Background: an optimization exercise with open tools, aiming at small area and few clock cycles per item. Do not read the settings as production practice.
Where RTL was checked, it was by simulation tests only, not by an equivalence proof against the original.

// aes128_enc
module aes128_enc (
    input  wire         clk,
    input  wire         rst,         
    input  wire         start,
    input  wire [127:0] key,
    input  wire [127:0] block_in,
    output wire         ready,
    output reg          done,
    output wire [127:0] block_out
);
==> module aes128_enc, before the edit <==
module aes128_enc (
    input  wire         clk,
    input  wire         rst,         
    input  wire         start,
    input  wire [127:0] key,
    input  wire [127:0] block_in,
    output wire         ready,
    output reg          done,
    output wire [127:0] block_out
);
    reg  [1:0]  idle_q;
    wire        idle = idle_q[0];
    reg  [7:0]  rcon;
    wire        last = (rcon == 8'h36);
    reg [127:0] state;               
    reg [127:0] round_key;           
    assign ready = idle;
    wire [127:0] shifted;
    genvar r, c;
    generate
        for (c = 0; c < 4; c = c + 1) begin : g_col
            for (r = 0; r < 4; r = r + 1) begin : g_row
                assign shifted[127-8*(4*c+r) -: 8] = state[127-8*(4*(((c+r)%4))+r) -: 8];
            end
        end
    endgenerate
    assign block_out = shifted ^ round_key;
    wire [127:0] mixed;
    mix_column u_mc0 (.col(shifted[127:96]), .mixed(mixed[127:96]));
    mix_column u_mc1 (.col(shifted[95:64]),  .mixed(mixed[95:64]));
    mix_column u_mc2 (.col(shifted[63:32]),  .mixed(mixed[63:32]));
    mix_column u_mc3 (.col(shifted[31:0]),   .mixed(mixed[31:0]));
    wire [127:0] s_in, k_in;
    genvar g;
    generate
        for (g = 0; g < 4; g = g + 1) begin : g_in
            assign s_in[127-32*g -: 32] = idle_q[0] ? block_in[127-32*g -: 32] : mixed[127-32*g -: 32];
            assign k_in[127-32*g -: 32] = idle_q[1] ? key[127-32*g -: 32]      : round_key[127-32*g -: 32];
        end
    endgenerate
    wire [127:0] x = s_in ^ k_in;
    wire [127:0] sub;
    genvar i;
    generate
        for (i = 0; i < 16; i = i + 1) begin : g_sbox
            aes_sbox u_sbox (.in(x[127-8*i -: 8]), .out(sub[127-8*i -: 8]));
        end
    endgenerate
    wire [31:0] w0 = k_in[127:96];
    wire [31:0] w1 = k_in[95:64];
    wire [31:0] w2 = k_in[63:32];
    wire [31:0] w3 = k_in[31:0];
    wire [31:0] sub_rot;             
    aes_sbox u_ks0 (.in(w3[23:16]), .out(sub_rot[31:24]));
    aes_sbox u_ks1 (.in(w3[15:8]),  .out(sub_rot[23:16]));
    aes_sbox u_ks2 (.in(w3[7:0]),   .out(sub_rot[15:8]));
    aes_sbox u_ks3 (.in(w3[31:24]), .out(sub_rot[7:0]));
    wire [31:0] n0 = w0 ^ sub_rot ^ {rcon, 24'h000000};
    wire [31:0] n1 = w1 ^ n0;
    wire [31:0] n2 = w2 ^ n1;
    wire [31:0] n3 = w3 ^ n2;
    function [7:0] xtime;
        input [7:0] a;
        xtime = {a[6:0], 1'b0} ^ (a[7] ? 8'h1b : 8'h00);
    endfunction
    integer j;
    always @(posedge clk) begin
        for (j = 0; j < 2; j = j + 1) begin
            if (rst)
                idle_q[j] <= 1'b1;
            else if (idle_q[j])
                idle_q[j] <= !start;
            else
                idle_q[j] <= last;
        end
    end
    always @(posedge clk) begin
        if (rst) begin
            rcon <= 8'h01;
            done <= 1'b0;
        end else begin
            done <= !idle && last;
            if (idle)
                rcon <= start ? 8'h02 : 8'h01;
            else if (last)
                rcon <= 8'h01;
            else
                rcon <= xtime(rcon);
        end
    end
    always @(posedge clk) begin
        state     <= sub;
        round_key <= {n0, n1, n2, n3};
    end
endmodule
==> flow/config.mk <==
export PLATFORM = sky130hd
export DESIGN_NAME = aes128_enc
export DESIGN_NICKNAME = aes128_enc
export VERILOG_FILES = /design/flow/design.v
export SDC_FILE = /design/flow/constraint.sdc
export NUM_CORES = 4
export LEC_CHECK = 0
export CAP_MARGIN = 20
export CELL_PAD_IN_SITES_DETAIL_PLACEMENT = 0
export CELL_PAD_IN_SITES_GLOBAL_PLACEMENT = 0
export CORE_MARGIN = 2
export CORE_UTILIZATION = 72
export CTS_BUF_LIST = sky130_fd_sc_hd__clkbuf_4 sky130_fd_sc_hd__clkbuf_8
export SLEW_MARGIN = 20
==> flow/constraint.sdc <==
create_clock -name core_clock -period 8.0 [get_ports {clk}]
set_input_delay 1.6000 -clock core_clock [delete_from_list [all_inputs] [get_ports {clk}]]
set_output_delay 1.6000 -clock core_clock [all_outputs]
set_load 0.01 [all_outputs]
standard.sh (not shown) runs the stock make flow with config.mk's settings and CLKGATE_MAP_FILE= SYNTH_SCRIPT=/design/flow/synth_recipe.tcl, a recipe that flattens the netlist after the stock synthesis.
==> flow/flow/run.sh <==
#!/bin/bash
# Own layout flow: the standard flow (standard.sh) unchanged except for
# ABC's technology mapping in synthesis, which uses flow/abc_map.script
# (area-oriented mapping) in place of ORFS's speed script. Yosys's passes,
# register names, floorplan, placement, CTS, routing and finish are the
# standard flow's. Run in the standard flow's work folder: bash flow/run.sh
set -euo pipefail
W=$(pwd)
F=$W/flow

# Synthesis script: synth_recipe.tcl with the abc call's -script replaced.
{
  head -n 1 synth_recipe.tcl
  cat <<TCL
proc abc {args} {
  set i [lsearch -exact \$args -script]
  if {\$i >= 0} { lset args [expr {\$i + 1}] $F/abc_map.script }
  yosys abc {*}\$args
}
TCL
  tail -n +2 synth_recipe.tcl
} > my_synth.tcl

sed "s#$W/synth_recipe.tcl#$W/my_synth.tcl#g" standard.sh > my_standard.sh
grep -q "my_synth.tcl" my_standard.sh

bash my_standard.sh \
  ADDER_MAP_FILE= \
  BUFFER_PORTS_ARGS="-buffer_cell sky130_fd_sc_hd__buf_1" \
  CTS_ARGS="-sink_clustering_enable -repair_clock_nets -dont_use_dummy_load -sink_clustering_size 16 -sink_clustering_max_diameter 80 -buf_list {sky130_fd_sc_hd__clkbuf_4 sky130_fd_sc_hd__clkbuf_8}" \
  finish > flow_make.log 2>&1
==> flow/flow/abc_map.script <==
&get -n
&dch
&nf -R 1000
&put
Next try:
--- a/flow/design.v
+++ b/flow/design.v
@@ -240,13 +240,13 @@
     input  wire [127:0] key,
     input  wire [127:0] block_in,
     output wire         ready,
     output reg          done,
     output wire [127:0] block_out
 );
-    reg  [1:0]  idle_q;
+    reg  [3:0]  idle_q;
     wire        idle = idle_q[0];
     reg  [7:0]  rcon;
     wire        last = (rcon == 8'h36);
     reg [127:0] state;               
     reg [127:0] round_key;           
     assign ready = idle;
@@ -266,14 +266,14 @@
     mix_column u_mc2 (.col(shifted[63:32]),  .mixed(mixed[63:32]));
     mix_column u_mc3 (.col(shifted[31:0]),   .mixed(mixed[31:0]));
     wire [127:0] s_in, k_in;
     genvar g;
     generate
         for (g = 0; g < 4; g = g + 1) begin : g_in
-            assign s_in[127-32*g -: 32] = idle_q[0] ? block_in[127-32*g -: 32] : mixed[127-32*g -: 32];
-            assign k_in[127-32*g -: 32] = idle_q[1] ? key[127-32*g -: 32]      : round_key[127-32*g -: 32];
+            assign s_in[127-32*g -: 32] = idle_q[g/2]   ? block_in[127-32*g -: 32] : mixed[127-32*g -: 32];
+            assign k_in[127-32*g -: 32] = idle_q[g/2+2] ? key[127-32*g -: 32]      : round_key[127-32*g -: 32];
         end
     endgenerate
     wire [127:0] x = s_in ^ k_in;
     wire [127:0] sub;
     genvar i;
     generate
@@ -297,13 +297,13 @@
     function [7:0] xtime;
         input [7:0] a;
         xtime = {a[6:0], 1'b0} ^ (a[7] ? 8'h1b : 8'h00);
     endfunction
     integer j;
     always @(posedge clk) begin
-        for (j = 0; j < 2; j = j + 1) begin
+        for (j = 0; j < 4; j = j + 1) begin
             if (rst)
                 idle_q[j] <= 1'b1;
             else if (idle_q[j])
                 idle_q[j] <= !start;
             else
                 idle_q[j] <= last;
Outcome: Routed wire length fell by 1.3%; non-clock buffer count falls by 10; fmax barely changes; hold slack improves by 0.012 ns; worst setup slack gets worse by 0.011 ns; area after synthesis rises by about 0.4%; cell area hardly moves; sequential share of layout area grows by 0.12 points; flip-flop and latch count is higher by 2; first-iteration DRC count rose by 8.9%.
Testbench counts after the change, summed over its fixed seeds: cycles 16,008, blocks 1,600.
No functional check of the RTL was part of the first run of this note.

## static timing again, ports no longer ideal
How much do the figures lean on ideal ports? The routed layouts below were timed once more, with nothing changed but the port constraints. Step 1, drivers: a clkbuf_16 drives clk and a buf_2 each remaining input, both assumed. Step 2 times the ports against the registers' clock, not the clock port: input delays grow and output delays shrink by t, the midpoint of the rising clock arrivals with the driver on. Three values: ideal, step 1, step 2; two values: the first two.
| run | shift t [ns] | slack for setup (ns) | worst hold slack (ns) | cell pins on the clock port's net |
|---|---|---|---|---|
| the first run | 0.670 | 0.490 / 0.490 / 0.065 | 0.513 / 0.513 / 0.513 | 1 |
| the second run | 0.665 | 0.479 / 0.479 / -0.018 | 0.525 / 0.525 / 0.525 | 1 |
With both steps, setup timing fails in the second run, where it was met with ideal ports. The setup slack of the second run, which loses most, moves by 0.000 ns with the drivers and by -0.497 ns with both steps.
